Context: an optimization exercise on an open-source flow, tuned for small area, a short achievable clock period and few clock cycles per item. The choices shown serve that exercise and are no tape-out recipe.
In this exercise RTL edits were held to simulation tests only and were not proved equivalent to the original.

==> design/flow/design.v <==
module aes_sbox (
    input  wire [7:0] a,
    output wire [7:0] y
);
    wire [17:0] p;
    aes_sbox_a u_a (.a(a), .p(p));
    aes_sbox_b u_b (.p(p), .y(y));
endmodule
module aes_sbox_a (
    input  wire [7:0]  a,
    output wire [17:0] p
);
    wire U0, U1, U2, U3, U4, U5, U6, U7;
    assign {U0, U1, U2, U3, U4, U5, U6, U7} = a;
    wire T1, T2, T3, T4, T5, T6, T7, T8, T9, T10, T11, T12, T13, T14, T15, T16, T17, T18, T19, T20, T21, T22, T23, T24, T25, T26, T27, M1, M2, M3, M4, M5, M6, M7, M8, M9, M10, M11, M12, M13, M14, M15, M16, M17, M18, M19, M20, M21, M22, M23, M24, M25, M26, M27, M28, M29, M30, M31, M32, M33, M34, M35, M36, M37, M38, M39, M40, M41, M42, M43, M44, M45, M46, M47, M48, M49, M50, M51, M52, M53, M54, M55, M56, M57, M58, M59, M60, M61, M62, M63;
    assign T1 = U0 ^ U3;
    assign T2 = U0 ^ U5;
    assign T3 = U0 ^ U6;
    assign T4 = U3 ^ U5;
    assign T5 = U4 ^ U6;
    assign T6 = T1 ^ T5;
    assign T7 = U1 ^ U2;
    assign T8 = U7 ^ T6;
    assign T9 = U7 ^ T7;
    assign T10 = T6 ^ T7;
    assign T11 = U1 ^ U5;
    assign T12 = U2 ^ U5;
    assign T13 = T3 ^ T4;
    assign T14 = T6 ^ T11;
    assign T15 = T5 ^ T11;
    assign T16 = T5 ^ T12;
    assign T17 = T9 ^ T16;
    assign T18 = U3 ^ U7;
    assign T19 = T7 ^ T18;
    assign T20 = T1 ^ T19;
    assign T21 = U6 ^ U7;
    assign T22 = T7 ^ T21;
    assign T23 = T2 ^ T22;
    assign T24 = T2 ^ T10;
    assign T25 = T20 ^ T17;
    assign T26 = T3 ^ T16;
    assign T27 = T1 ^ T12;
    assign M1 = T13 & T6;
    assign M2 = T23 & T8;
    assign M3 = T14 ^ M1;
    assign M4 = T19 & U7;
    assign M5 = M4 ^ M1;
    assign M6 = T3 & T16;
    assign M7 = T22 & T9;
    assign M8 = T26 ^ M6;
    assign M9 = T20 & T17;
    assign M10 = M9 ^ M6;
    assign M11 = T1 & T15;
    assign M12 = T4 & T27;
    assign M13 = M12 ^ M11;
    assign M14 = T2 & T10;
    assign M15 = M14 ^ M11;
    assign M16 = M3 ^ M2;
    assign M17 = M5 ^ T24;
    assign M18 = M8 ^ M7;
    assign M19 = M10 ^ M15;
    assign M20 = M16 ^ M13;
    assign M21 = M17 ^ M15;
    assign M22 = M18 ^ M13;
    assign M23 = M19 ^ T25;
    assign M24 = M22 ^ M23;
    assign M25 = M22 & M20;
    assign M26 = M21 ^ M25;
    assign M27 = M20 ^ M21;
    assign M28 = M23 ^ M25;
    assign M29 = M28 & M27;
    assign M30 = M26 & M24;
    assign M31 = M20 & M23;
    assign M32 = M27 & M31;
    assign M33 = M27 ^ M25;
    assign M34 = M21 & M22;
    assign M35 = M24 & M34;
    assign M36 = M24 ^ M25;
    assign M37 = M21 ^ M29;
    assign M38 = M32 ^ M33;
    assign M39 = M23 ^ M30;
    assign M40 = M35 ^ M36;
    assign M41 = M38 ^ M40;
    assign M42 = M37 ^ M39;
    assign M43 = M37 ^ M38;
    assign M44 = M39 ^ M40;
    assign M45 = M42 ^ M41;
    assign M46 = M44 & T6;
    assign M47 = M40 & T8;
    assign M48 = M39 & U7;
    assign M49 = M43 & T16;
    assign M50 = M38 & T9;
    assign M51 = M37 & T17;
    assign M52 = M42 & T15;
    assign M53 = M45 & T27;
    assign M54 = M41 & T10;
    assign M55 = M44 & T13;
    assign M56 = M40 & T23;
    assign M57 = M39 & T19;
    assign M58 = M43 & T3;
    assign M59 = M38 & T22;
    assign M60 = M37 & T20;
    assign M61 = M42 & T1;
    assign M62 = M45 & T4;
    assign M63 = M41 & T2;
    assign p = {M63, M62, M61, M60, M59, M58, M57, M56, M55, M54, M53, M52, M51, M50, M49, M48, M47, M46};
endmodule
module aes_sbox_b (
    input  wire [17:0] p,
    output wire [7:0]  y
);
    wire M46, M47, M48, M49, M50, M51, M52, M53, M54, M55, M56, M57, M58, M59, M60, M61, M62, M63;
    assign {M63, M62, M61, M60, M59, M58, M57, M56, M55, M54, M53, M52, M51, M50, M49, M48, M47, M46} = p;
    wire L0, L1, L2, L3, L4, L5, L6, L7, L8, L9, L10, L11, L12, L13, L14, L15, L16, L17, L18, L19, L20, L21, L22, L23, L24, L25, L26, L27, L28, L29, S0, S1, S2, S3, S4, S5, S6, S7;
    assign L0 = M61 ^ M62;
    assign L1 = M50 ^ M56;
    assign L2 = M46 ^ M48;
    assign L3 = M47 ^ M55;
    assign L4 = M54 ^ M58;
    assign L5 = M49 ^ M61;
    assign L6 = M62 ^ L5;
    assign L7 = M46 ^ L3;
    assign L8 = M51 ^ M59;
    assign L9 = M52 ^ M53;
    assign L10 = M53 ^ L4;
    assign L11 = M60 ^ L2;
    assign L12 = M48 ^ M51;
    assign L13 = M50 ^ L0;
    assign L14 = M52 ^ M61;
    assign L15 = M55 ^ L1;
    assign L16 = M56 ^ L0;
    assign L17 = M57 ^ L1;
    assign L18 = M58 ^ L8;
    assign L19 = M63 ^ L4;
    assign L20 = L0 ^ L1;
    assign L21 = L1 ^ L7;
    assign L22 = L3 ^ L12;
    assign L23 = L18 ^ L2;
    assign L24 = L15 ^ L9;
    assign L25 = L6 ^ L10;
    assign L26 = L7 ^ L9;
    assign L27 = L8 ^ L10;
    assign L28 = L11 ^ L14;
    assign L29 = L11 ^ L17;
    assign S0 = L6 ^ L24;
    assign S1 = ~(L16 ^ L26);
    assign S2 = ~(L19 ^ L28);
    assign S3 = L6 ^ L21;
    assign S4 = L20 ^ L22;
    assign S5 = L25 ^ L29;
    assign S6 = ~(L13 ^ L27);
    assign S7 = ~(L6 ^ L23);
    assign y = {S0, S1, S2, S3, S4, S5, S6, S7};
endmodule
module aes256_enc (
    input  wire         clk,
    input  wire         rst,         
    input  wire         in_valid,
    output wire         in_ready,
    input  wire [255:0] key,
    input  wire [127:0] block_in,
    output wire         out_valid,
    input  wire         out_ready,
    output wire [127:0] block_out
);
    localparam [1:0] EMPTY = 2'd0, ACTIVE = 2'd1, DONE = 2'd2;
    reg  [127:0] s0;         
    reg  [255:0] k0;         
    reg  [1:0]   st0;
    reg  [3:0]   rnd0;       
    reg          old0;       
    reg  [287:0] p1;         
    reg  [255:0] k1;
    reg  [71:0]  kp1;        
    reg  [1:0]   st1;
    reg  [3:0]   rnd1;
    reg          old1;
    wire out0 = (st0 == DONE) && old0;       
    wire out1 = (st1 == DONE) && old1;       
    assign out_valid = out0 || out1;
    assign block_out = out0 ? s0 : p1[127:0];
    assign in_ready  = (st1 == EMPTY);
    wire take0 = out0 && out_ready;          
    wire take1 = out1 && out_ready;          
    wire [287:0] prod;
    genvar i;
    generate
        for (i = 0; i < 16; i = i + 1) begin : g_sa
            aes_sbox_a u_sa (
                .a(s0[127 - 8*i -: 8]),
                .p(prod[287 - 18*i -: 18])
            );
        end
    endgenerate
    wire [31:0] w_last = k0[31:0];
    wire [31:0] ks_in  = rnd0[0] ? {w_last[23:0], w_last[31:24]} : w_last;
    wire [71:0] kprod;
    generate
        for (i = 0; i < 4; i = i + 1) begin : g_ka
            aes_sbox_a u_ka (
                .a(ks_in[31 - 8*i -: 8]),
                .p(kprod[71 - 18*i -: 18])
            );
        end
    endgenerate
    wire [127:0] sub;        
    wire [127:0] sr;         
    generate
        for (i = 0; i < 16; i = i + 1) begin : g_sb
            aes_sbox_b u_sb (
                .p(p1[287 - 18*i -: 18]),
                .y(sub[127 - 8*i -: 8])
            );
            assign sr[127 - 8*i -: 8] =
                sub[127 - 8*((i % 4) + 4*(((i / 4) + (i % 4)) % 4)) -: 8];
        end
    endgenerate
    function [7:0] xtime;
        input [7:0] b;
        xtime = {b[6:0], 1'b0} ^ (b[7] ? 8'h1b : 8'h00);
    endfunction
    wire [127:0] round_key = k1[127:0];
    wire         last_round = (rnd1 == 4'd14);
    wire [127:0] round_out;
    generate
        for (i = 0; i < 4; i = i + 1) begin : g_mix
            wire [7:0] a0 = sr[127 - 32*i      -: 8];
            wire [7:0] a1 = sr[127 - 32*i -  8 -: 8];
            wire [7:0] a2 = sr[127 - 32*i - 16 -: 8];
            wire [7:0] a3 = sr[127 - 32*i - 24 -: 8];
            wire [7:0] c0 = round_key[127 - 32*i      -: 8];
            wire [7:0] c1 = round_key[127 - 32*i -  8 -: 8];
            wire [7:0] c2 = round_key[127 - 32*i - 16 -: 8];
            wire [7:0] c3 = round_key[127 - 32*i - 24 -: 8];
            wire [7:0] p01 = a0 ^ a1;
            wire [7:0] p12 = a1 ^ a2;
            wire [7:0] p23 = a2 ^ a3;
            wire [7:0] p30 = a3 ^ a0;
            wire [7:0] m0 = xtime(p01) ^ (a1 ^ c0) ^ p23;
            wire [7:0] m1 = xtime(p12) ^ (a2 ^ c1) ^ p30;
            wire [7:0] m2 = xtime(p23) ^ (a3 ^ c2) ^ p01;
            wire [7:0] m3 = xtime(p30) ^ (a0 ^ c3) ^ p12;
            assign round_out[127 - 32*i      -: 8] = last_round ? a0 ^ c0 : m0;
            assign round_out[127 - 32*i -  8 -: 8] = last_round ? a1 ^ c1 : m1;
            assign round_out[127 - 32*i - 16 -: 8] = last_round ? a2 ^ c2 : m2;
            assign round_out[127 - 32*i - 24 -: 8] = last_round ? a3 ^ c3 : m3;
        end
    endgenerate
    wire [31:0] ks_sub;
    generate
        for (i = 0; i < 4; i = i + 1) begin : g_kb
            aes_sbox_b u_kb (
                .p(kp1[71 - 18*i -: 18]),
                .y(ks_sub[31 - 8*i -: 8])
            );
        end
    endgenerate
    reg [7:0] rcon;
    always @* begin
        case (rnd1[3:1])
            3'd0:    rcon = 8'h01;
            3'd1:    rcon = 8'h02;
            3'd2:    rcon = 8'h04;
            3'd3:    rcon = 8'h08;
            3'd4:    rcon = 8'h10;
            3'd5:    rcon = 8'h20;
            default: rcon = 8'h40;
        endcase
    end
    wire [31:0] ks_t = ks_sub ^ (rnd1[0] ? {rcon, 24'h000000} : 32'h00000000);
    wire [31:0] q0  = k1[255:224];
    wire [31:0] q1  = q0 ^ k1[223:192];
    wire [31:0] q2  = q1 ^ k1[191:160];
    wire [31:0] q3  = q2 ^ k1[159:128];
    wire [31:0] nw0 = q0 ^ ks_t;
    wire [31:0] nw1 = q1 ^ ks_t;
    wire [31:0] nw2 = q2 ^ ks_t;
    wire [31:0] nw3 = q3 ^ ks_t;
    always @(posedge clk) begin
        if (rst) begin
            st0 <= EMPTY;
            st1 <= EMPTY;
        end else begin
            st1 <= take0 ? EMPTY : st0;
            case (st1)
                EMPTY:   st0 <= in_valid ? ACTIVE : EMPTY;
                ACTIVE:  st0 <= last_round ? DONE : ACTIVE;
                default: st0 <= take1 ? EMPTY : DONE;
            endcase
        end
    end
    always @(posedge clk) begin
        old1 <= old0 || take1;
        old0 <= (st1 == EMPTY) ? (st0 == EMPTY) || take0 : old1 || take0;
        rnd1 <= rnd0;
        rnd0 <= (st1 == EMPTY) ? 4'd1 : rnd1 + 4'd1;
    end
    always @(posedge clk) begin
        if (st0 == DONE)
            p1[127:0] <= s0;
        else
            p1[127:0] <= prod[127:0];
        p1[287:128] <= prod[287:128];
        k1  <= k0;
        kp1 <= kprod;
        if (st1 == EMPTY)
            s0 <= block_in ^ key[255:128];
        else if (st1 == ACTIVE)
            s0 <= round_out;
        else
            s0 <= p1[127:0];
        if (st1 == EMPTY)
            k0 <= key;
        else
            k0 <= {k1[127:0], nw0, nw1, nw2, nw3};
    end
endmodule
==> design/flow/run.sh <==
#!/bin/bash
# synth_recipe.tcl (not shown) runs the flow's synth.tcl, then flattens the netlist and writes it again
# the make line also repeats each setting of config.mk as NAME=value (left out here)
make -C /OpenROAD-flow-scripts/flow DESIGN_CONFIG=/design/flow/config.mk WORK_HOME=/design/flow/orfs CLKGATE_MAP_FILE= SYNTH_SCRIPT=/design/flow/synth_recipe.tcl finish
==> design/flow/config.mk <==
export PLATFORM = sky130hd
export DESIGN_NAME = aes256_enc
export DESIGN_NICKNAME = aes256_enc
export VERILOG_FILES = /design/flow/design.v
export SDC_FILE = /design/flow/constraint.sdc
export NUM_CORES = 4
export LEC_CHECK = 0
export CAP_MARGIN = 20
export CORE_MARGIN = 2
export CORE_UTILIZATION = 35
export SETUP_SLACK_MARGIN = 2.8
export SLEW_MARGIN = 20
export TNS_END_PERCENT = 5
==> design/flow/constraint.sdc <==
create_clock -name core_clock -period 6.0 [get_ports {clk}]
set_input_delay 1.2000 -clock core_clock [delete_from_list [all_inputs] [get_ports {clk}]]
set_output_delay 1.2000 -clock core_clock [all_outputs]
set_load 0.01 [all_outputs]
==> run_results.csv, run 1 <==
group,metric,value,unit
sta,fmax,278,MHz
sta,report.final.hold_viol_count,0,
sta,rsz0062_at_grt,"yes",
synthesis,yosysWarnings,1,
synthesis,synth_top_area_cell,"dfxtp_1",
routing,top_layer,"met5",
sta,slew_headroom,20.8,%
clocking,clk_path_buf_depth,3,
clocking,cts.sinks,1014,
floorplan,die_y,423,µm
synthesis,syn_area,61400,µm²
routing,drt.antenna.violating_nets,0,
worst_setup_path,critPathKind,"reg -> out",
worst_setup_path,required,4.80,ns
sta,fin_crit,3.60,ns
sta,finalMaxSlewViolations,0,
routing,wirelength,285000,µm
synthesis,synth_fp_nets,7292,
placement,dpl.cell_count,9415,
routing,drt-initial-drc-count,5617,
routing,via_count,52136,
grt,grt_pass1_vias,48555,
sta,setup_tns,0,ns
synthesis,yosysTopAreaCellShare,33.0,%
layout,multi_input_area,43200,µm²
layout,nNetsFinal,7917,
routing,met3_length,20300,µm
placement,io_buffer_count,517,
synthesis,yosysSeqAreaShare,33.0,%
clocking,clk_pin_slew_worst_paths,0.06,ns
worst_setup_path,slowest_stage,"mux2_2",
synthesis,synth_edf_count,0,
synthesis,synth-seq-cells,1014,
routing,drt-met1-wl,114000,µm
grt,grt_pass1_wl,380000,µm
clocking,cts_root_buf,"clkbuf_16",
worst_setup_path,crit_fanout,13,
layout,nFillCells,16696,
clocking,cts_buffers,113,
sta,worst_slew_pin_slew,1.18,ns
routing,post_drt_wl_per_cell,28.7,µm
placement,dp_hpwl,226000,µm
layout,syn_to_final_growth,29.1,%
placement,gp_congestion,1.03,
worst_setup_path,cp_cell_sequence,"inv_2, nor2_4, buf_12, nand2_8, buf_6, buf_16, mux2_2, dlymetal6s2s_1",
worst_setup_path,start_kind,"register",
synthesis,avgSynthCellArea,8.95,µm²
grt,grtUsageTotal,30.0,%
synthesis,synth.distinct_cells,87,
floorplan,num_rows,153,
sta,fin_skew,0.0561,ns
synthesis,synthCells,6862,
worst_setup_path,crit_arrival,2.40,ns
job,drv_cap,0,
synthesis,synth.area.top_cells,"dfxtp_1 (33%), xnor2_1 (20%), xor2_1 (9.3%), nand2_1 (5.7%), xnor3_1 (3.8%)",
synthesis,yosysMostFrequentCell,"xnor2_1",
grt,grt_max_degree,168,
layout,stdcell_count,9920,
sta,finalSetupViolCount,0,
layout,drive_gt1_share,17.4,%
clocking,clk-insertion-delay-late,0.77,ns
grt,antenna_found_initial,20,
worst_hold_path,min_path_type,"reg -> reg",
floorplan,io_pins,518,
sta,fin_crit_sh,60.0,%
grt,overflow,0,
layout,regArea,20600,µm²
routing,vias_per_cell,5.26,
worst_setup_path,max_stage_delay,0.35,ns
floorplan,start_util,35.3,%
synthesis,synthTopCellsByCount,"xnor2_1 (1405), dfxtp_1 (1014), nand2_1 (930), xor2_1 (649), nor2_1 (587)",
routing,drcViolationCount,0,
routing,drtPass1Iterations,9,
synthesis,synth-main-ff-cell,"dfxtp_1",
routing,dr_wl_met2,128000,µm
floorplan,core,174000,µm²
worst_setup_path,crit_path_end_kind,"output port",
clocking,cts_tree,"built",
run_status,status,"finished clean",
floorplan,dieArea,179000,µm²
synthesis,synthArstFlopShare,0,%
floorplan,fp.dieW,423,µm
clocking,cts_max_level,3,
per-layer routing:
metal | vias up | global-route usage, %
met1 | 25545 | 38.2
met3 | 557 | 4.35
met4 | 12 | 18.7
met5 | - | 0
li1 | 23722 | -
met2 | 2300 | 47.7
critical path: cells and delay by family (launching register included):
family	cells	cell delay, ns
buffers and inverters	5	0.71
DFF	1	0.34
muxes	1	0.35
and+or+nand+nor	2	0.23
through the flow:
step	hold WS [ns]	util [%]	instance area, µm²	worst slack [ns]
2_1_floorplan	0.310	-	61500	2.72
3_3_place_gp	0.310	39.4	68700	1.31
3_5_place_dp	0.312	39.5	68700	1.26
4_1_cts	0.293	42.5	74000	2.05
5_1_grt	0.305	45.5	79300	2.39
6_report	0.304	45.5	79300	2.40
cell type report:
type | instances | share of cell area [%]
repair buffers | 849 | 10.4
inverters | 74 | 0.391
diodes | 9 | 0.0284
clock buffers | 153 | 3.98
flip-flops and latches | 1014 | 25.9
well taps | 2325 | 3.67
multi-input cells | 5434 | 54.4
clock inverters | 61 | 1.15
repair inverters | 1 | 0.0110
placed cells by master (no fill, tap or decap), drive strengths merged, types with 11 or more instances in the layout:
master	instances
clkbuf	190
o22ai	69
xor3	29
mux2	124
clkinv	31
xnor2	1458
o31ai	31
xnor3	118
a31oi	17
a211o	11
nor3	41
dfxtp	1014
and2	42
nand3	43
nand2	932
or2	24
a211oi	11
buf	329
and3	39
a21oi	329
nor2b	58
a22oi	27
xor2	669
nor3b	14
nor2	587
or3	15
nand2b	29
inv	80
clkdlybuf4s50	388
ha	42
o21ai	391
dlymetal6s2s	88
mux2i	85
a22o	45
bufinv	17
repair_timing:
item | CTS | global route
endpoints found under the setup margin | 611 | 627
hold buffers | 0 | 0
cloned | 6 | 16
pin swaps | 20 | 105
gates resized for setup | 196 | 749
setup buffers | 40 | 220
state kept, by name, indices dropped and copies added, names as in the netlist:
signal	cells
st1	2
kp1	72
p1	288
s0	128
rnd0	4
k1	256
old0	1
rnd1	4
st0	2
old1	1
k0	256
path summary, 6_finish.rpt:
check | endpoint | slack (ns) | start | depth (start not counted)
worst min register to register | k1[109] | 0.30 | k0[109] | 0
worst max register to register | s0[14] | 2.43 | p1[261] | 9
worst max-delay path | block_out[69] | 2.40 | st0[1] | 8
worst min-delay path | k1[109] | 0.30 | k0[109] | 0
kinds of logic after synthesis:
group	after synthesis	share of synthesized area, %
compound gates	1069	10.4
xor+xnor	2266	36.7
fa+ha+maj	44	0.888
buf+inv	425	2.80
flops	1014	33.0
mux	209	3.81
simple gates	1835	12.4
Testbench counts, summed over its fixed seeds: cycles 30,728, items 2,048.
==> inputs of run 2 (changes only) <==
--- a/design/flow/design.v
+++ b/design/flow/design.v
@@ -165,22 +165,30 @@
 );
+    localparam W1 = 18;              
     localparam [1:0] EMPTY = 2'd0, ACTIVE = 2'd1, DONE = 2'd2;
-    reg  [127:0] s0;         
-    reg  [255:0] k0;         
-    reg  [1:0]   st0;
-    reg  [3:0]   rnd0;       
-    reg          old0;       
-    reg  [287:0] p1;         
-    reg  [255:0] k1;
-    reg  [71:0]  kp1;        
-    reg  [1:0]   st1;
-    reg  [3:0]   rnd1;
-    reg          old1;
-    wire out0 = (st0 == DONE) && old0;       
-    wire out1 = (st1 == DONE) && old1;       
-    assign out_valid = out0 || out1;
-    assign block_out = out0 ? s0 : p1[127:0];
-    assign in_ready  = (st1 == EMPTY);
-    wire take0 = out0 && out_ready;          
-    wire take1 = out1 && out_ready;          
-    wire [287:0] prod;
+    reg  [127:0]     s0;     
+    reg  [255:0]     k0;     
+    reg  [1:0]       st0;
+    reg  [3:0]       rnd0;   
+    reg  [1:0]       tk0;    
+    reg  [16*W1-1:0] c1;     
+    reg  [255:0]     k1;
+    reg  [4*W1-1:0]  kc1;
+    reg  [1:0]       st1;
+    reg  [3:0]       rnd1;
+    reg  [1:0]       tk1;
+    reg              last1;      
+    reg              act1;       
+    reg              fin1;       
+    reg              done1;      
+    reg              to_obuf;    
+    reg              free1;      
+    reg  [127:0]     obuf;   
+    reg              ovalid;
+    reg  [1:0]       in_tk;  
+    reg  [1:0]       o_tk;   
+    assign in_ready  = free1;
+    assign out_valid = ovalid;
+    assign block_out = obuf;
+    wire start = in_valid && free1;
+    wire [16*W1-1:0] da;
     genvar i;
@@ -190,3 +198,3 @@
                 .a(s0[127 - 8*i -: 8]),
-                .p(prod[287 - 18*i -: 18])
+                .p(da[16*W1-1 - W1*i -: W1])
             );
@@ -194,5 +202,4 @@
     endgenerate
-    wire [31:0] w_last = k0[31:0];
-    wire [31:0] ks_in  = rnd0[0] ? {w_last[23:0], w_last[31:24]} : w_last;
-    wire [71:0] kprod;
+    wire [31:0]     w_last = k0[31:0];
+    wire [4*W1-1:0] ka;
     generate
@@ -200,4 +207,4 @@
             aes_sbox_a u_ka (
-                .a(ks_in[31 - 8*i -: 8]),
-                .p(kprod[71 - 18*i -: 18])
+                .a(w_last[31 - 8*i -: 8]),
+                .p(ka[4*W1-1 - W1*i -: W1])
             );
@@ -210,3 +217,3 @@
             aes_sbox_b u_sb (
-                .p(p1[287 - 18*i -: 18]),
+                .p(c1[16*W1-1 - W1*i -: W1]),
                 .y(sub[127 - 8*i -: 8])
@@ -222,3 +229,2 @@
     wire [127:0] round_key = k1[127:0];
-    wire         last_round = (rnd1 == 4'd14);
     wire [127:0] round_out;
@@ -230,6 +236,6 @@
             wire [7:0] a3 = sr[127 - 32*i - 24 -: 8];
-            wire [7:0] c0 = round_key[127 - 32*i      -: 8];
-            wire [7:0] c1 = round_key[127 - 32*i -  8 -: 8];
-            wire [7:0] c2 = round_key[127 - 32*i - 16 -: 8];
-            wire [7:0] c3 = round_key[127 - 32*i - 24 -: 8];
+            wire [7:0] r0 = round_key[127 - 32*i      -: 8];
+            wire [7:0] r1 = round_key[127 - 32*i -  8 -: 8];
+            wire [7:0] r2 = round_key[127 - 32*i - 16 -: 8];
+            wire [7:0] r3 = round_key[127 - 32*i - 24 -: 8];
             wire [7:0] p01 = a0 ^ a1;
@@ -238,10 +244,10 @@
             wire [7:0] p30 = a3 ^ a0;
-            wire [7:0] m0 = xtime(p01) ^ (a1 ^ c0) ^ p23;
-            wire [7:0] m1 = xtime(p12) ^ (a2 ^ c1) ^ p30;
-            wire [7:0] m2 = xtime(p23) ^ (a3 ^ c2) ^ p01;
-            wire [7:0] m3 = xtime(p30) ^ (a0 ^ c3) ^ p12;
-            assign round_out[127 - 32*i      -: 8] = last_round ? a0 ^ c0 : m0;
-            assign round_out[127 - 32*i -  8 -: 8] = last_round ? a1 ^ c1 : m1;
-            assign round_out[127 - 32*i - 16 -: 8] = last_round ? a2 ^ c2 : m2;
-            assign round_out[127 - 32*i - 24 -: 8] = last_round ? a3 ^ c3 : m3;
+            wire [7:0] m0 = xtime(p01) ^ (a1 ^ r0) ^ p23;
+            wire [7:0] m1 = xtime(p12) ^ (a2 ^ r1) ^ p30;
+            wire [7:0] m2 = xtime(p23) ^ (a3 ^ r2) ^ p01;
+            wire [7:0] m3 = xtime(p30) ^ (a0 ^ r3) ^ p12;
+            assign round_out[127 - 32*i      -: 8] = last1 ? a0 ^ r0 : m0;
+            assign round_out[127 - 32*i -  8 -: 8] = last1 ? a1 ^ r1 : m1;
+            assign round_out[127 - 32*i - 16 -: 8] = last1 ? a2 ^ r2 : m2;
+            assign round_out[127 - 32*i - 24 -: 8] = last1 ? a3 ^ r3 : m3;
         end
@@ -252,3 +258,3 @@
             aes_sbox_b u_kb (
-                .p(kp1[71 - 18*i -: 18]),
+                .p(kc1[4*W1-1 - W1*i -: W1]),
                 .y(ks_sub[31 - 8*i -: 8])
@@ -269,3 +275,4 @@
     end
-    wire [31:0] ks_t = ks_sub ^ (rnd1[0] ? {rcon, 24'h000000} : 32'h00000000);
+    wire [31:0] ks_t = rnd1[0] ? {ks_sub[23:16] ^ rcon, ks_sub[15:0], ks_sub[31:24]}
+                               : ks_sub;
     wire [31:0] q0  = k1[255:224];
@@ -278,13 +285,36 @@
     wire [31:0] nw3 = q3 ^ ks_t;
+    wire       ovalid_n  = to_obuf || (ovalid && !out_ready);
+    wire [1:0] o_tk_n    = to_obuf ? o_tk + 2'd1 : o_tk;
+    wire       last_n    = (rnd0 == 4'd14);
+    wire       fin_n     = (st0 == ACTIVE) && last_n;
+    wire       to_obuf_n = ((st0 == DONE) || fin_n) && !ovalid_n && (tk0 == o_tk_n);
     always @(posedge clk) begin
         if (rst) begin
-            st0 <= EMPTY;
-            st1 <= EMPTY;
+            st0     <= EMPTY;
+            st1     <= EMPTY;
+            act1    <= 1'b0;
+            fin1    <= 1'b0;
+            done1   <= 1'b0;
+            to_obuf <= 1'b0;
+            free1   <= 1'b1;
+            ovalid  <= 1'b0;
+            in_tk   <= 2'd0;
+            o_tk    <= 2'd0;
         end else begin
-            st1 <= take0 ? EMPTY : st0;
-            case (st1)
-                EMPTY:   st0 <= in_valid ? ACTIVE : EMPTY;
-                ACTIVE:  st0 <= last_round ? DONE : ACTIVE;
-                default: st0 <= take1 ? EMPTY : DONE;
-            endcase
+            st1     <= st0;
+            act1    <= (st0 == ACTIVE) && !last_n;
+            fin1    <= fin_n;
+            done1   <= (st0 == DONE);
+            to_obuf <= to_obuf_n;
+            free1   <= (st0 == EMPTY) || to_obuf_n;
+            ovalid  <= ovalid_n;
+            o_tk    <= o_tk_n;
+            if (free1)
+                st0 <= in_valid ? ACTIVE : EMPTY;
+            else if (act1)
+                st0 <= ACTIVE;
+            else
+                st0 <= DONE;
+            if (start)
+                in_tk <= in_tk + 2'd1;
         end
@@ -292,25 +322,31 @@
     always @(posedge clk) begin
-        old1 <= old0 || take1;
-        old0 <= (st1 == EMPTY) ? (st0 == EMPTY) || take0 : old1 || take0;
-        rnd1 <= rnd0;
-        rnd0 <= (st1 == EMPTY) ? 4'd1 : rnd1 + 4'd1;
+        last1 <= last_n;
+        rnd1  <= rnd0;
+        tk1   <= tk0;
+        if (free1) begin
+            rnd0 <= 4'd1;
+            tk0  <= in_tk;
+        end else begin
+            rnd0 <= rnd1 + 4'd1;
+            tk0  <= tk1;
+        end
     end
     always @(posedge clk) begin
-        if (st0 == DONE)
-            p1[127:0] <= s0;
-        else
-            p1[127:0] <= prod[127:0];
-        p1[287:128] <= prod[287:128];
+        c1  <= da;
         k1  <= k0;
-        kp1 <= kprod;
-        if (st1 == EMPTY)
+        kc1 <= ka;
+        if (free1)
             s0 <= block_in ^ key[255:128];
-        else if (st1 == ACTIVE)
-            s0 <= round_out;
         else
-            s0 <= p1[127:0];
-        if (st1 == EMPTY)
+            s0 <= round_out;
+        if (free1)
             k0 <= key;
-        else
+        else if (act1)
             k0 <= {k1[127:0], nw0, nw1, nw2, nw3};
+        else if (fin1)
+            k0 <= {k1[127:0], round_out};
+        else
+            k0 <= {k1[127:0], k1[127:0]};
+        if (to_obuf)
+            obuf <= done1 ? k1[127:0] : round_out;
     end
==> design/flow/flow/run.sh (new file) <==
#!/bin/bash
# Layout flow: the standard flow (standard.sh: the standard synthesis,
# floorplan, placement, CTS, routing and finish), with one change: the
# buffer that global placement puts on every input and output port is the
# platform's smallest buffer, sky130_fd_sc_hd__buf_1, instead of the
# resizer's default choice. Later repair may still resize it.
# The make output goes to standard.log; each ORFS step keeps its own log
# under orfs/logs/.
set -euo pipefail
cd "$(dirname "$0")/.."
export BUFFER_PORTS_ARGS="-buffer_cell sky130_fd_sc_hd__buf_1"
bash standard.sh finish > standard.log 2>&1
==> design/flow/standard.sh (new file) <==
#!/bin/bash
# synth_recipe.tcl (not shown) runs the flow's synth.tcl, then flattens the netlist and writes it again
# the make line also repeats each setting of config.mk as NAME=value (left out here)
make -C /OpenROAD-flow-scripts/flow DESIGN_CONFIG=/design/flow/config.mk WORK_HOME=/design/flow/orfs CLKGATE_MAP_FILE= SYNTH_SCRIPT=/design/flow/synth_recipe.tcl "${@:-finish}"
removed: design/flow/run.sh
==> run 2 against run 1 <==
Area after synthesis increased by 14%. Cell count increased by 4.1%. Critical path depth increased by 1. Critical endpoint is now obuf[98].
==> run_results.csv, run 2 <==
group,metric,value,unit
run_status,status,"finished clean",
layout,syn_to_final_growth,21.7,%
grt,grtUsageTotal,25.7,%
worst_setup_path,crit_family,"XOR/XNOR gates",
floorplan,die_y,452,µm
worst_setup_path,start_kind,"register",
worst_setup_path,timing.rr.start,"c1[285]",
clocking,cts_root_buf,"clkbuf_16",
worst_setup_path,cp_num_buf_inv,0,
grt,overflow,0,
routing,drtPass1Iterations,6,
synthesis,yosysWarnings,1,
sta,fmax,291,MHz
worst_setup_path,rrSetupSlack,2.57,ns
synthesis,synthCells,6968,
synthesis,synth_edf_count,128,
layout,largest-register,"c1",
worst_setup_path,critPathCapture,"obuf[98]",
grt,grt_pass1_wl,377000,µm
synthesis,synth_fp_nets,7397,
sta,setup_tns,0,ns
synthesis,avgSynthCellArea,10.1,µm²
synthesis,yosysMostFrequentCell,"xnor2_1",
sta,rsz0062_at_grt,"yes",
worst_setup_path,required,6.57,ns
clocking,cts_buffers,134,
sta,fin_crit_sh,57.2,%
floorplan,core,199000,µm²
sta,fin_skew,0.0410,ns
layout,drive_gt1_share,19.6,%
placement,gp_congestion,0.996,
layout,nNetsFinal,7978,
worst_hold_path,min_path_type,"reg -> reg",
clocking,clk-insertion-delay-late,0.82,ns
placement,io_buffer_count,517,
synthesis,synth-main-ff-cell,"dfxtp_1",
floorplan,num_rows,164,
grt,grt_max_degree,126,
routing,post_drt_wl_per_cell,26.6,µm
synthesis,synth_top_area_cell,"dfxtp_1",
synthesis,yosysSeqAreaShare,34.7,%
layout,layout_commonest_cell,"xnor2_1",
worst_setup_path,cp.depth,9,
sta,slew_headroom,21.3,%
routing,via_count,54114,
placement,postPlaceCellArea,74600,µm²
job,drv_cap,0,
floorplan,start_util,35.2,%
clocking,cts_hold_buf,0,
worst_setup_path,slowest_stage,"xnor3_1",
clocking,cts.sinks,1153,
layout,stdcell_count,10331,
floorplan,io_pins,518,
sta,finalSetupViolCount,0,
sta,worst_slew_pin_slew,1.18,ns
routing,drcViolationCount,0,
sta,finalMaxSlewViolations,0,
worst_setup_path,critPathKind,"reg -> reg",
placement,dpl.cell_count,9842,
worst_setup_path,crit_fanout,4,
placement,pre_cts_ws,1.55,ns
synthesis,syn_area,70200,µm²
sta,timing.final.ws_setup,2.57,ns
worst_setup_path,rr_worst_depth,9,
placement,dp_hpwl,212000,µm
routing,wirelength,275000,µm
synthesis,yosysTopAreaCellShare,29.2,%
synthesis,synthTopCellsByCount,"xnor2_1 (1152), dfxtp_1 (1025), xor2_1 (717), nor2_1 (647), nand2_1 (441)",
clocking,clk_pin_slew_worst_paths,0.06,ns
floorplan,fp.dieW,452,µm
layout,fin_area,85400,µm²
worst_setup_path,reg2reg_to,"obuf[98]",
synthesis,synth.area.top_cells,"dfxtp_1 (29%), xnor2_1 (14%), xor2_1 (9.0%), xnor3_1 (7.4%), edfxtp_1 (5.5%)",
routing,drt.antenna.violating_nets,0,
grt,antenna_found_initial,23,
clocking,clk_path_buf_depth,3,
clocking,cts_tree,"built",
worst_setup_path,crit_path_end_kind,"register",
routing,drt-initial-drc-count,4598,
worst_setup_path,cpMostUsedCell,"xnor2_1",
synthesis,synth.distinct_cells,94,
floorplan,dieArea,204000,µm²
worst_setup_path,cp_cell_sequence,"xnor3_1, xor2_2, xnor2_2, xor2_1, xnor2_1, xnor2_1, mux2i_1, nand2_1, xnor2_1",
worst_setup_path,max_stage_delay,0.53,ns
worst_setup_path,crit_arrival,4.00,ns
sta,report.final.hold_viol_count,0,
sta,fin_crit,3.43,ns
layout,largest_reg_flops,288,
layout,top_regs,"c1: 288 flops, k0: 256 flops, k1: 256 flops",
synthesis,synth-seq-cells,1153,
grt,grt_pass1_vias,51871,
routing,vias_per_cell,5.24,
worst_setup_path,critPathLaunch,"c1[285]",
layout,mostFrequentLayoutCells,"xnor2_1 (985), dfxtp_1 (890), nor2_1 (632), xor2_1 (598), buf_1 (517)",
synthesis,synthArstFlopShare,0,%
clocking,cts_max_level,4,
-- run 2: changes by cell type after synthesis, moves of 42 or more --
cell	before	now
nand2_1	930	441
xnor2_1	1405	1152
edfxtp_1	0	128
xnor3_1	104	231
o21ai_0	367	260
mux2i_1	71	148
xor2_1	649	717
nor2_1	587	647
o21ai_1	24	74
clkbuf_1	259	217
-- run 2: final cells by class --
cell class                      instances  area [µm²]
Inverter                               68         265
Sequential cell                      1153       24700
Clock buffer                          180        3770
Antenna cell                           14        35.0
Timing Repair Buffer                  814        4320
Clock inverter                         68         977
Tap cell                             2656        3320
Multi-Input combinational cell       5378       48000
Fill cell                           19063      114000
-- run 2: layer usage --
metal,wire (µm),GRT usage [%],part of all wire [%]
met3,14800,3.40,5.4
met5,50,0,0.018
met2,126000,41.0,46
met4,28300,22.6,10
met1,105000,30.5,38
-- run 2: repair_timing --
action | in CTS | in global routing
cloned | 1 | 3
buffers inserted | 54 | 168
endpoints found under the setup margin | 618 | 667
gates resized for setup | 306 | 469
pin swaps | 26 | 119
-- run 2: worst reg2reg max path: stages, from the launching register on --
cell and delay, ns:
dfxtp_1 0.43, xnor3_1 0.53, xor2_2 0.22, xnor2_2 0.43, xor2_1 0.40, xnor2_1 0.19
xnor2_1 0.10, mux2i_1 0.38, nand2_1 0.12, xnor2_1 0.39
-- run 2: logic make-up after synthesis --
| logic type | Yosys count | synth area share (%) |
|---|---|---|
| flip-flops | 1153 | 34.7 |
| multiplexers | 312 | 4.75 |
| AO/OA/AOI/OAI | 1111 | 10.2 |
| adder cells (fa/ha/maj) | 44 | 0.774 |
| XOR/XNOR | 2296 | 36.6 |
| buffers and inverters | 441 | 2.57 |
| AND/OR/NAND/NOR | 1611 | 10.4 |
-- run 2: how the worst min path moves through the flow --
stage | start | to | slack (ns) | cells after the start
after CTS | k0[86] | k1[86] | 0.29 | 0
after floorplan | k0[100] | k1[100] | 0.31 | 0
after global placement | k0[54] | k1[54] | 0.31 | 0
after global routing | k0[86] | k1[86] | 0.31 | 0
after detailed placement | k0[201] | k1[201] | 0.31 | 0
final | k0[86] | k1[86] | 0.30 | 0
-- run 2: through the flow --
step                      hold WS (ns)  utilization, %
final                            0.298            42.8
after global routing             0.306            42.8
after CTS                        0.291            40.9
after detailed placement         0.312            37.4
after global placement           0.310            37.4
after floorplan                  0.310               -
Testbench counts of run 2, summed over its fixed seeds: cycles 28,712, items 2,048.
==> inputs of run 3 (changes only) <==
==> design/flow/flow/run.sh (replaced) <==
#!/bin/bash
# Layout flow: the standard flow (standard.sh: ORFS synthesis,
# floorplan, placement, CTS, routing and finish) with two changes:
#  1. Synthesis is the standard flow's own (synth_recipe.tcl), except that ABC maps the
#     logic with flow/abc.script, which recovers area after delay-oriented
#     mapping, instead of ORFS's abc_speed.script (see flow/synth.tcl).
#  2. Global placement gives every input and output port a buffer of the
#     platform's smallest buffer cell, sky130_fd_sc_hd__buf_1, instead of the
#     resizer's default choice. Later repair may resize it.
# make's output goes to standard.log; each ORFS step keeps its own log under
# orfs/logs/.
set -euo pipefail
cd "$(dirname "$0")/.."
W=$PWD
export MY_ABC_SCRIPT=$W/flow/abc.script
export FLOW_SYNTH_TCL=$W/synth_recipe.tcl
export BUFFER_PORTS_ARGS="-buffer_cell sky130_fd_sc_hd__buf_1"
sed -E "s#'?SYNTH_SCRIPT=[^ ']*'?#SYNTH_SCRIPT=$W/flow/synth.tcl#" standard.sh > own_standard.sh
grep -q "SYNTH_SCRIPT=$W/flow/synth.tcl" own_standard.sh
bash own_standard.sh finish > standard.log 2>&1
==> design/flow/flow/abc.script (new file) <==
&get -n
&st
&dch
&nf -R 1000 -p
&put
buffer -c
topo
stime -c
upsize -c
dnsize -c
==> design/flow/flow/synth.tcl (new file) <==
# The standard flow's own synthesis (synth_recipe.tcl in the work folder, which sources
# ORFS's synth.tcl), with one change: ABC maps the logic with the script
# named by MY_ABC_SCRIPT (flow/abc.script) in place of ORFS's
# abc_speed.script. Flip-flops are mapped before ABC runs, so the registers
# are those of the standard synthesis.
proc abc {args} {
  set i [lsearch -exact $args -script]
  if {$i >= 0} {
    lset args [expr {$i + 1}] $::env(MY_ABC_SCRIPT)
  }
  yosys abc {*}$args
}
source $::env(FLOW_SYNTH_TCL)
==> run 3 against run 2 <==
Sequential share of layout area is 2.4 points higher. Hold slack better by 0.0033 ns. Register-to-register slack hardly changed. Critical path type unchanged. Highest routed layer unchanged. Largest cell class unchanged. Area after synthesis is 13% lower. Maximum frequency is 0.17% higher. Non-clock buffer count is 29 lower. Flip-flop and latch count stayed put. Setup slack better by 0.0058 ns. Synthesized cell count is 8.9% lower.
==> run_results.csv, run 3 <==
group,metric,value,unit
run_status,status,"finished clean",
synthesis,synth.area.top_cells,"dfxtp_1 (34%), xnor2_1 (23%), xor2_1 (11%), edfxtp_1 (6.3%), o21ai_0 (3.8%)",
sta,finalMaxSlewViolations,0,
worst_setup_path,crit_arrival,4.01,ns
routing,post_drt_wl_per_cell,24.1,µm
layout,mostFrequentLayoutCells,"xnor2_1 (1195), dfxtp_1 (920), xor2_1 (617), nand2_1 (588), buf_1 (517)",
synthesis,synth-seq-cells,1153,
routing,vias_per_cell,4.86,
worst_setup_path,rr_worst_depth,11,
grt,overflow,0,
grt,grt_max_degree,181,
sta,fin_crit_sh,57.1,%
grt,grt_pass1_wl,313000,µm
layout,layout_commonest_cell,"xnor2_1",
sta,fin_crit,3.43,ns
layout,stdcell_count,9486,
sta,finalSetupViolCount,0,
placement,gp_congestion,0.968,
layout,largest_reg_flops,288,
clocking,clk-insertion-delay-late,0.78,ns
sta,report.final.hold_viol_count,0,
sta,slew_headroom,22.7,%
synthesis,synth.distinct_cells,51,
layout,syn_to_final_growth,29.1,%
synthesis,avgSynthCellArea,9.58,µm²
synthesis,yosysMostFrequentCell,"xnor2_1",
synthesis,synth_edf_count,128,
synthesis,synth_top_area_cell,"dfxtp_1",
clocking,cts_max_level,4,
worst_setup_path,crit_path_end_kind,"register",
sta,setup_tns,0,ns
clocking,cts_tree,"built",
floorplan,core,172000,µm²
placement,dp_hpwl,178000,µm
clocking,clk_pin_slew_worst_paths,0.07,ns
routing,drcViolationCount,0,
sta,fin_skew,0.0306,ns
synthesis,syn_area,60800,µm²
sta,hold_slack,0.301,ns
worst_setup_path,required,6.58,ns
worst_setup_path,start_kind,"register",
floorplan,dieArea,177000,µm²
job,drv_cap,0,
routing,drtPass1Iterations,5,
layout,drive_gt1_share,21.4,%
clocking,cts_hold_buf,0,
grt,grtUsageTotal,24.7,%
sta,fmax,292,MHz
floorplan,die_y,421,µm
floorplan,fp.dieW,421,µm
worst_hold_path,hold_path_depth,0,
sta,timing.final.ws_setup,2.57,ns
floorplan,start_util,35.3,%
synthesis,yosysWarnings,1,
grt,grt_pass1_vias,44649,
worst_setup_path,crit_fanout,5,
synthesis,yosysSeqAreaShare,40.1,%
worst_setup_path,critPathKind,"reg -> reg",
clocking,cts.sinks,1153,
synthesis,synthArstFlopShare,0,%
clocking,cts_buffers,132,
layout,nNetsFinal,7482,
synthesis,synth-main-ff-cell,"dfxtp_1",
placement,dpl.cell_count,9001,
routing,drt.antenna.violating_nets,0,
synthesis,synthCells,6345,
placement,pre_cts_ws,1.18,ns
routing,drt-initial-drc-count,3157,
floorplan,io_pins,518,
clocking,cts_root_buf,"clkbuf_16",
floorplan,num_rows,152,
routing,wirelength,228000,µm
layout,top_regs,"c1: 288 flops, k0: 256 flops, k1: 256 flops",
synthesis,synthTopCellsByCount,"xnor2_1 (1586), dfxtp_1 (1025), xor2_1 (777), nand2_1 (595), nor2_1 (505)",
sta,rsz0062_at_grt,"yes",
worst_hold_path,min_path_type,"reg -> reg",
synthesis,synth_fp_nets,6774,
grt,antenna_found_initial,10,
placement,io_buffer_count,517,
sta,worst_slew_pin_slew,1.16,ns
routing,via_count,46086,
layout,largest-register,"c1",
synthesis,yosysTopAreaCellShare,33.8,%
clocking,clk_path_buf_depth,3,
[run 3: changes by cell type after synthesis, sizes merged, moves of 48 or more]
cell	before	now
o22ai	63	15
a211oi	44	103
nand2	441	595
nor2b	94	202
xor2	739	802
nor2	653	506
o21ai	335	483
xnor3	251	0
xor3	67	0
xnor2	1239	1656
mux2i	148	25
a21oi	312	212
buf	155	13
nand3	75	2
[run 3: logic make-up (layout without fill, tap and decap cells)]
family,after synthesis,in the layout,synth area share (%)
compound gates,891,891,8.13
xor+xnor,2458,2458,36.6
fa+ha+maj,41,41,0.844
buf+inv,247,1065,1.53
flops,1153,1153,40.1
mux,160,160,2.91
other cells,0,13,0
simple gates,1395,1395,9.85
[run 3: path summary, 6_finish.rpt]
kind / from / end / slack, ns
max: c1[177] / s0[9] / 2.57
max reg2reg: c1[177] / s0[9] / 2.57
min: k0[60] / k1[60] / 0.30
min reg2reg: k0[60] / k1[60] / 0.30
[run 3: through the flow]
step                      util, %  instance area (µm²)
after floorplan                 -                60800
final                        45.6                78500
after global routing         45.6                78400
after CTS                    42.2                72700
after global placement       37.9                65200
after detailed placement     37.9                65200
[run 3: routing by layer]
metal	vias to the layer above	GRT usage (%)	routed length, µm
met5	-	0	23
met4	4	18.0	19800
met3	495	3.31	10100
met2	1384	41.2	109000
met1	22371	29.0	89600
li1	21832	-	-
[run 3: layout make-up]
| type | count | area (µm²) |
|---|---|---|
| clock inverter | 63 | 797 |
| tap | 2310 | 2890 |
| inverter | 36 | 135 |
| sequential | 1153 | 24600 |
| antenna | 13 | 32.5 |
| timing repair buffer | 785 | 4210 |
| multi-input combinational | 4945 | 42100 |
| fill | 16126 | 93700 |
| clock buffer | 181 | 3740 |
[run 3: worst max-delay path: stages (launching register included)]
cell     delay, ns
dfxtp_1       0.41
xor2_2        0.37
xnor2_2       0.27
xor2_4        0.33
xnor2_4       0.10
buf_12        0.16
xnor2_4       0.30
xor2_1        0.22
xnor2_1       0.09
nor2_1        0.09
a21oi_1       0.09
o21ai_1       0.79
[run 3: what timing repair did]
action / CTS / global route
pin swaps: 34 / 175
resized for setup: 367 / 664
buffers inserted: 51 / 176
endpoints found under the hold margin: 0 / 0
setup endpoints to repair: 553 / 605
==> inputs of run 4 (changes only) <==
--- a/design/flow/design.v
+++ b/design/flow/design.v
@@ -183,2 +183,3 @@
     reg              to_obuf;    
+    reg              fresh0;     
     reg              free1;      
@@ -308,2 +309,3 @@
             to_obuf <= to_obuf_n;
+            fresh0  <= fin1 && !to_obuf;
             free1   <= (st0 == EMPTY) || to_obuf_n;
@@ -335,3 +337,3 @@
         c1  <= da;
-        k1  <= k0;
+        k1  <= {k0[255:128], fresh0 ? s0 : k0[127:0]};
         kc1 <= ka;
@@ -345,4 +347,2 @@
             k0 <= {k1[127:0], nw0, nw1, nw2, nw3};
-        else if (fin1)
-            k0 <= {k1[127:0], round_out};
         else
--- a/design/flow/config.mk
+++ b/design/flow/config.mk
@@ -10,3 +10,3 @@
 export CORE_UTILIZATION = 35
-export SETUP_SLACK_MARGIN = 2.8
+export SETUP_SLACK_MARGIN = 2.6
 export SLEW_MARGIN = 20
==> run 4 against run 3 <==
Still clean. Cell area decreased by 6.7%. Flip-flop and latch count grew 1. Die area is 3.1% higher. Via count is 5.6% lower. Synthesized cell count is 3.2% lower. Critical path depth shrank 1. Sequential share of layout area rose by 2.1 points. Maximum frequency decreased by 7.5%. Hold slack gained 0.017 ns.
==> run_results.csv, run 4 <==
group,metric,value,unit
layout,nFillCells,17310,
grt,grt-busiest-layer,"met2",
layout,layout_commonest_cell,"xnor2_1",
clocking,cts_buffers,130,
worst_setup_path,crit_fanout,2,
layout,stdcell_count,9118,
layout,mostFrequentLayoutCells,"xnor2_1 (1476), dfxtp_1 (962), xor2_1 (675), buf_1 (517), nand2_1 (443)",
sta,fin_crit,3.71,ns
sta,slew_headroom,18.4,%
grt,grt_pass1_vias,43525,
synthesis,synth-main-ff-cell,"dfxtp_1",
synthesis,syn_area,62700,µm²
synthesis,synth_edf_count,129,
routing,drt-initial-drc-count,3614,
sta,finalSetupViolCount,0,
floorplan,die_y,427,µm
routing,vias_per_cell,4.77,
clocking,cts_root_buf,"clkbuf_16",
synthesis,synth_fp_nets,6574,
synthesis,synth.distinct_cells,52,
synthesis,synth_top_area_cell,"dfxtp_1",
routing,via_count,43507,
grt,grt_pass1_wl,308000,µm
synthesis,yosysWarnings,1,
layout,regArea,24500,µm²
synthesis,yosysTopAreaCellShare,32.7,%
worst_setup_path,slowest_stage,"xnor2_1",
run_status,status,"finished clean",
synthesis,yosysSeqAreaShare,38.9,%
layout,largest-register,"c1",
synthesis,synthArstFlopShare,0,%
sta,worst_slew_pin_slew,1.22,ns
clocking,cts.sinks,1154,
sta,fmax,270,MHz
worst_setup_path,crit_path_end_kind,"register",
sta,finalMaxSlewViolations,0,
layout,multi_input_area,38300,µm²
layout,top_regs,"c1: 288 flops, k0: 256 flops, k1: 256 flops",
floorplan,num_rows,155,
worst_setup_path,cpMostUsedCell,"xnor2_1",
routing,drtPass1Iterations,7,
sta,rsz0062_at_grt,"yes",
worst_setup_path,start_kind,"register",
synthesis,synth.area.top_cells,"dfxtp_1 (33%), xnor2_1 (21%), xor2_1 (10%), edfxtp_1 (6.2%), mux2_2 (4.7%)",
worst_setup_path,cp_cell_sequence,"xor2_1, xnor2_1, xnor2_1, xnor2_1, a21oi_1, xnor2_1, xnor2_1, xnor2_1, xnor2_1, o21ai_0",
clocking,clk-insertion-delay-late,0.79,ns
clocking,cts_tree,"built",
grt,antenna_found_initial,20,
sta,report.final.hold_viol_count,0,
layout,largest_reg_flops,288,
layout,nNetsFinal,7077,
grt,use_met1,27.7,%
routing,post_drt_wl_per_cell,24.1,µm
placement,io_buffer_count,517,
worst_setup_path,crit_arrival,4.35,ns
synthesis,synthTopCellsByCount,"xnor2_1 (1529), dfxtp_1 (1025), xor2_1 (726), nand2_1 (443), nor2_1 (410)",
grt,grt_use_met2,39.9,%
floorplan,dieArea,182000,µm²
sta,setup_tns,0,ns
routing,drt.antenna.violating_nets,0,
placement,gp_congestion,0.962,
worst_hold_path,min_path_type,"reg -> reg",
grt,use_met3,3.64,%
placement,dp_hpwl,177000,µm
layout,syn_to_final_growth,16.8,%
clocking,clk_path_buf_depth,3,
worst_setup_path,critPathKind,"reg -> reg",
floorplan,io_pins,518,
grt,overflow,0,
placement,dpl.cell_count,8830,
clocking,cts_max_level,4,
clocking,cts_hold_buf,0,
sta,fin_skew,0.0316,ns
worst_setup_path,max_stage_delay,0.83,ns
grt,grt_max_degree,142,
sta,fin_crit_sh,61.8,%
clocking,clk_pin_slew_worst_paths,0.06,ns
floorplan,core,178000,µm²
layout,fin_util,41.1,%
synthesis,synth-seq-cells,1154,
grt,grtUsageTotal,23.6,%
floorplan,fp.dieW,427,µm
synthesis,synthCells,6145,
layout,drive_gt1_share,15.5,%
synthesis,avgSynthCellArea,10.2,µm²
routing,drcViolationCount,0,
routing,wirelength,220000,µm
floorplan,start_util,35.2,%
synthesis,yosysMostFrequentCell,"xnor2_1",
job,drv_cap,0,
worst_setup_path,required,6.65,ns
## run 4: changes by cell type after synthesis, sizes merged, moves of 38 or more
cell / change
a21oi: -40
mux2: +127
buf: +38
inv: +50
nor2: -78
a22oi: +68
a222oi: +40
nand2: -145
a211oi: -100
o21ai: -84
xnor2: +63
## run 4: stage by stage
stage	hold WS [ns]	area (µm²)	setup WS [ns]
after global placement	0.310	67000	1.67
after detailed placement	0.312	67100	1.62
after global routing	0.321	73200	2.28
after CTS	0.305	71800	2.30
after floorplan	0.310	62700	2.94
final	0.318	73200	2.29
## run 4: what timing repair did
action | CTS | global route
pin swaps | 2 | 34
setup endpoints to repair | 171 | 419
endpoints found under the hold margin | 0 | 0
gates resized for setup | 27 | 187
setup buffers | 2 | 39
## run 4: path summary, 6_finish.rpt
check	to	cells past startpoint	slack (ns)	startpoint
min	k1[136]	0	0.32	k0[136]
max reg2reg	k0[13]	10	2.29	kc1[2]
min reg2reg	k1[136]	0	0.32	k0[136]
max	k0[13]	10	2.29	kc1[2]
## run 4: per-layer routing
layer  wire length (µm)  up-vias  part of all wire (%)
met5                 50        -                 0.023
met3              11000      414                   5.0
met4              16100        8                   7.3
li1                   -    20782                     -
met2             106000     1352                    48
met1              87200    20951                    40
## run 4: critical path, delay by kind of cell (launching register included)
family	cells	cell delay (ns)
XOR/XNOR	8	3.00
flip-flops	1	0.37
AO/OA/AOI/OAI	2	0.21
## run 4: final cells by class
cell class / instances / area share [%]
diodes: 7 / 0.0239
clock buffers: 181 / 5.13
repair buffers: 598 / 3.69
flip-flops and latches: 1154 / 33.5
well taps: 2355 / 4.02
inverters: 86 / 0.441
multi-input cells: 4678 / 52.3
clock inverters: 59 / 0.952
## run 4: cell families after synthesis
family	Yosys count	synth area share (%)
AOI/OAI and AO/OA	737	6.69
xor gates and xnor gates	2523	38.7
buffers and inverters	313	2.07
muxes	286	5.20
and+or+nand+nor	1091	7.56
adders and majority gates	41	0.819
DFF	1154	38.9
Testbench counts of run 4, summed over its fixed seeds: cycles 28,712, items 2,048.
==> inputs of run 5 (changes only) <==
--- a/design/flow/flow/run.sh
+++ b/design/flow/flow/run.sh
@@ -4,4 +4,5 @@
 #  1. Synthesis is the standard flow's own (synth_recipe.tcl), except that ABC maps the
-#     logic with flow/abc.script, which recovers area after delay-oriented
-#     mapping, instead of ORFS's abc_speed.script (see flow/synth.tcl).
+#     logic with flow/abc.script, an area-oriented mapping (&nf with the
+#     delay constraint relaxed), instead of ORFS's abc_speed.script, which
+#     maps for the least delay (see flow/synth.tcl).
 #  2. Global placement gives every input and output port a buffer of the
==> design/flow/flow/abc.script (replaced) <==
&get -n
&st
&dch
&nf -R 1000 -p
&put
buffer -c
topo
dnsize -c
--- a/design/flow/config.mk
+++ b/design/flow/config.mk
@@ -10,2 +10,4 @@
 export CORE_UTILIZATION = 35
+export CTS_CLUSTER_DIAMETER = 60
+export CTS_CLUSTER_SIZE = 20
 export SETUP_SLACK_MARGIN = 2.6
==> run 5 against run 4 <==
Still clean. Hold slack lost 0.0054 ns. Non-clock buffer count grew 24. Register-to-register slack is essentially flat. Synthesized cell count is the same. Sequential share of layout area grew 0.82 points. Critical path type unchanged. Largest cell class unchanged. Highest routed layer unchanged.
==> run_results.csv, run 5 <==
group,metric,value,unit
worst_setup_path,timing.rr.start,"c1[252]",
synthesis,synth-seq-cells,1154,
worst_setup_path,crit_fanout,4,
floorplan,die_y,419,µm
synthesis,synth_edf_count,129,
placement,gp_congestion,0.968,
layout,layout_commonest_cell,"xnor2_1",
routing,drtPass1Iterations,7,
worst_setup_path,critPathLaunch,"c1[252]",
routing,drcViolationCount,0,
sta,finalSetupViolCount,0,
worst_setup_path,start_kind,"register",
synthesis,yosysWarnings,1,
synthesis,synth.distinct_cells,34,
synthesis,avgSynthCellArea,9.79,µm²
run_status,status,"finished clean",
clocking,cts_tree,"built",
floorplan,dieArea,175000,µm²
worst_setup_path,cp.depth,9,
layout,largest_reg_flops,288,
layout,nNetsFinal,7067,
worst_setup_path,cp_num_buf_inv,0,
grt,overflow,0,
layout,largest-register,"c1",
floorplan,start_util,35.2,%
sta,report.final.hold_viol_count,0,
synthesis,synthCells,6145,
worst_setup_path,crit_arrival,4.18,ns
floorplan,core,171000,µm²
placement,io_buffer_count,517,
worst_setup_path,critPathCapture,"obuf[30]",
layout,syn_to_final_growth,18.8,%
grt,grt_max_degree,144,
worst_setup_path,max_stage_delay,0.89,ns
grt,antenna_found_initial,13,
worst_setup_path,crit_path_end_kind,"register",
sta,fin_skew,0.0420,ns
grt,grt_pass1_vias,42694,
synthesis,yosysMostFrequentCell,"xnor2_1",
layout,top_regs,"c1: 288 flops, k0: 256 flops, k1: 256 flops",
synthesis,yosysTopAreaCellShare,34.1,%
routing,wirelength,221000,µm
synthesis,synth_fp_nets,6574,
sta,fmax,270,MHz
clocking,cts_max_level,3,
layout,drive_gt1_share,14.0,%
placement,dp_hpwl,177000,µm
worst_setup_path,required,6.47,ns
clocking,cts.sinks,1154,
floorplan,fp.dieW,419,µm
routing,vias_per_cell,4.89,
sta,setup_tns,0,ns
clocking,clk_path_buf_depth,3,
routing,via_count,43807,
worst_setup_path,reg2reg_to,"obuf[30]",
synthesis,synthArstFlopShare,0,%
clocking,cts_root_buf,"clkbuf_16",
job,drv_cap,0,
sta,worst_slew_pin_slew,1.15,ns
sta,rsz0062_at_grt,"yes",
routing,drt-initial-drc-count,3392,
worst_hold_path,min_path_type,"reg -> reg",
grt,grtUsageTotal,24.2,%
sta,slew_headroom,22.9,%
floorplan,io_pins,518,
sta,fin_crit,3.71,ns
layout,mostFrequentLayoutCells,"xnor2_1 (1544), dfxtp_1 (938), xor2_1 (700), buf_1 (517), nand2_1 (450)",
synthesis,syn_area,60200,µm²
clocking,clk-insertion-delay-late,0.76,ns
synthesis,synthTopCellsByCount,"xnor2_1 (1719), dfxtp_1 (1025), xor2_1 (804), nand2_1 (450), nor2_1 (428)",
worst_setup_path,crit_family,"XOR/XNOR gates",
synthesis,synth_top_area_cell,"dfxtp_1",
worst_setup_path,cp_cell_sequence,"xor2_1, xnor2_1, xnor2_1, xnor2_1, xnor2_1, xnor2_1, xnor2_1, o21ai_0, o21ai_0",
worst_setup_path,rrSetupSlack,2.29,ns
clocking,clk_pin_slew_worst_paths,0.08,ns
sta,fin_crit_sh,61.8,%
grt,grt_pass1_wl,306000,µm
clocking,cts_buffers,96,
routing,post_drt_wl_per_cell,24.6,µm
sta,finalMaxSlewViolations,0,
worst_setup_path,cpMostUsedCell,"xnor2_1",
synthesis,synth.area.top_cells,"dfxtp_1 (34%), xnor2_1 (25%), xor2_1 (12%), edfxtp_1 (6.4%), mux2_2 (4.9%)",
worst_setup_path,critPathKind,"reg -> reg",
synthesis,synth-main-ff-cell,"dfxtp_1",
floorplan,num_rows,152,
synthesis,yosysSeqAreaShare,40.5,%
routing,drt.antenna.violating_nets,0,
worst_setup_path,rr_worst_depth,9,
worst_setup_path,slowest_stage,"xnor2_1",
==> run 5: cell count changes after synthesis, moves of 15 or more <==
cell      delta
clkbuf_1    +35
o21ai_0     +27
mux2i_1     +17
xor2_1      +78
xor2_2      -77
o21ai_1     -27
nor2_2      -15
nor2_1      +18
nor2b_1     +15
mux2i_2     -17
xnor2_1    +190
xnor2_2    -176
buf_2       -19
==> run 5: metal layers <==
metal	GRT usage, %	wire length, µm	share of wire, %
met5	0	31	0.014
met4	12.9	12900	5.9
met2	41.5	107000	49
met1	29.8	89300	40
met3	2.69	10900	5.0
==> run 5: cells by family (layout without fill, tap and decap cells) <==
kind of cell	after synthesis	after routing	share of synthesized area (%)
AOI/OAI and AO/OA	737	737	6.95
xor gates and xnor gates	2523	2523	36.7
adders and majority gates	41	41	0.852
buffers and inverters	313	887	1.95
DFF	1154	1154	40.5
muxes	286	286	5.30
other	0	9	0
and+or+nand+nor	1091	1091	7.70
==> run 5: how the worst min path moves through the flow <==
stage	startpoint	slack, ns	end	depth (start not counted)
finish	k0[243]	0.31	k1[243]	0
global route	k0[140]	0.32	k1[140]	0
CTS	k0[243]	0.31	k1[243]	0
detailed placement	k0[156]	0.31	k1[156]	0
global placement	k0[177]	0.31	k1[177]	0
floorplan	k0[128]	0.31	k1[128]	0
==> run 5: per-stage QoR <==
stage	cells	utilization, %	area, µm²	hold WS [ns]	setup slack (ns)
after floorplan	6145	-	60200	0.310	2.74
after global placement	8713	37.7	64500	0.310	2.02
after detailed placement	8713	37.7	64500	0.312	1.90
after CTS	8898	40.2	68800	0.313	2.25
after global routing	8955	41.8	71500	0.319	2.20
final	8961	41.8	71500	0.313	2.29
==> run 5: cell type report <==
cell class	instances	area (µm²)
inverters	86	323
fillers	16651	99600
multi-input cells	4678	37500
clock inverters	63	793
diodes	9	22.5
repair buffers	622	2820
clock buffers	116	2760
flip-flops and latches	1154	24500
well taps	2233	2790
==> run 5: what timing repair did <==
action,CTS,global route
pin swaps,3,37
endpoints found under the setup margin,414,513
buffers inserted,6,54
resized for setup,108,342
hold buffers,0,0

## port drivers added, routing unchanged
In the flow no input, the clock included, has a driving cell. The finished layouts below were timed again as built, in two steps. Step 1 assumes that a clkbuf_16 drives the clock port and a buf_2 every other input. Step 2 moves the port delays by t, midway between the first and last clock arrival at a register: inputs arrive t later, outputs are due t later. That takes back most of the time a late clock gives input paths. Three values: ideal ports, drivers, drivers and shift; two values: the first two.
run | shift t [ns] | setup WS [ns] | hold WS [ns] | worst register clock-pin slew, ns | worst slew at a driven data input, ns
run 1 | 0.831 | 2.398 / 2.310 / 2.429 | 0.304 / 0.304 / 0.304 | 0.07 / 0.07 | 0.10
run 2 | 0.887 | 2.568 / 2.568 / 2.568 | 0.298 / 0.298 / 0.298 | 0.07 / 0.07 | 0.20
run 3 | 0.863 | 2.574 / 2.574 / 2.574 | 0.301 / 0.301 / 0.301 | 0.07 / 0.07 | 0.20
run 4 | 0.859 | 2.295 / 2.295 / 2.295 | 0.318 / 0.318 / 0.318 | 0.07 / 0.07 | 0.21
run 5 | 0.824 | 2.290 / 2.290 / 2.290 | 0.313 / 0.313 / 0.313 | 0.08 / 0.08 | 0.17
After both steps every run listed still meets setup and hold.
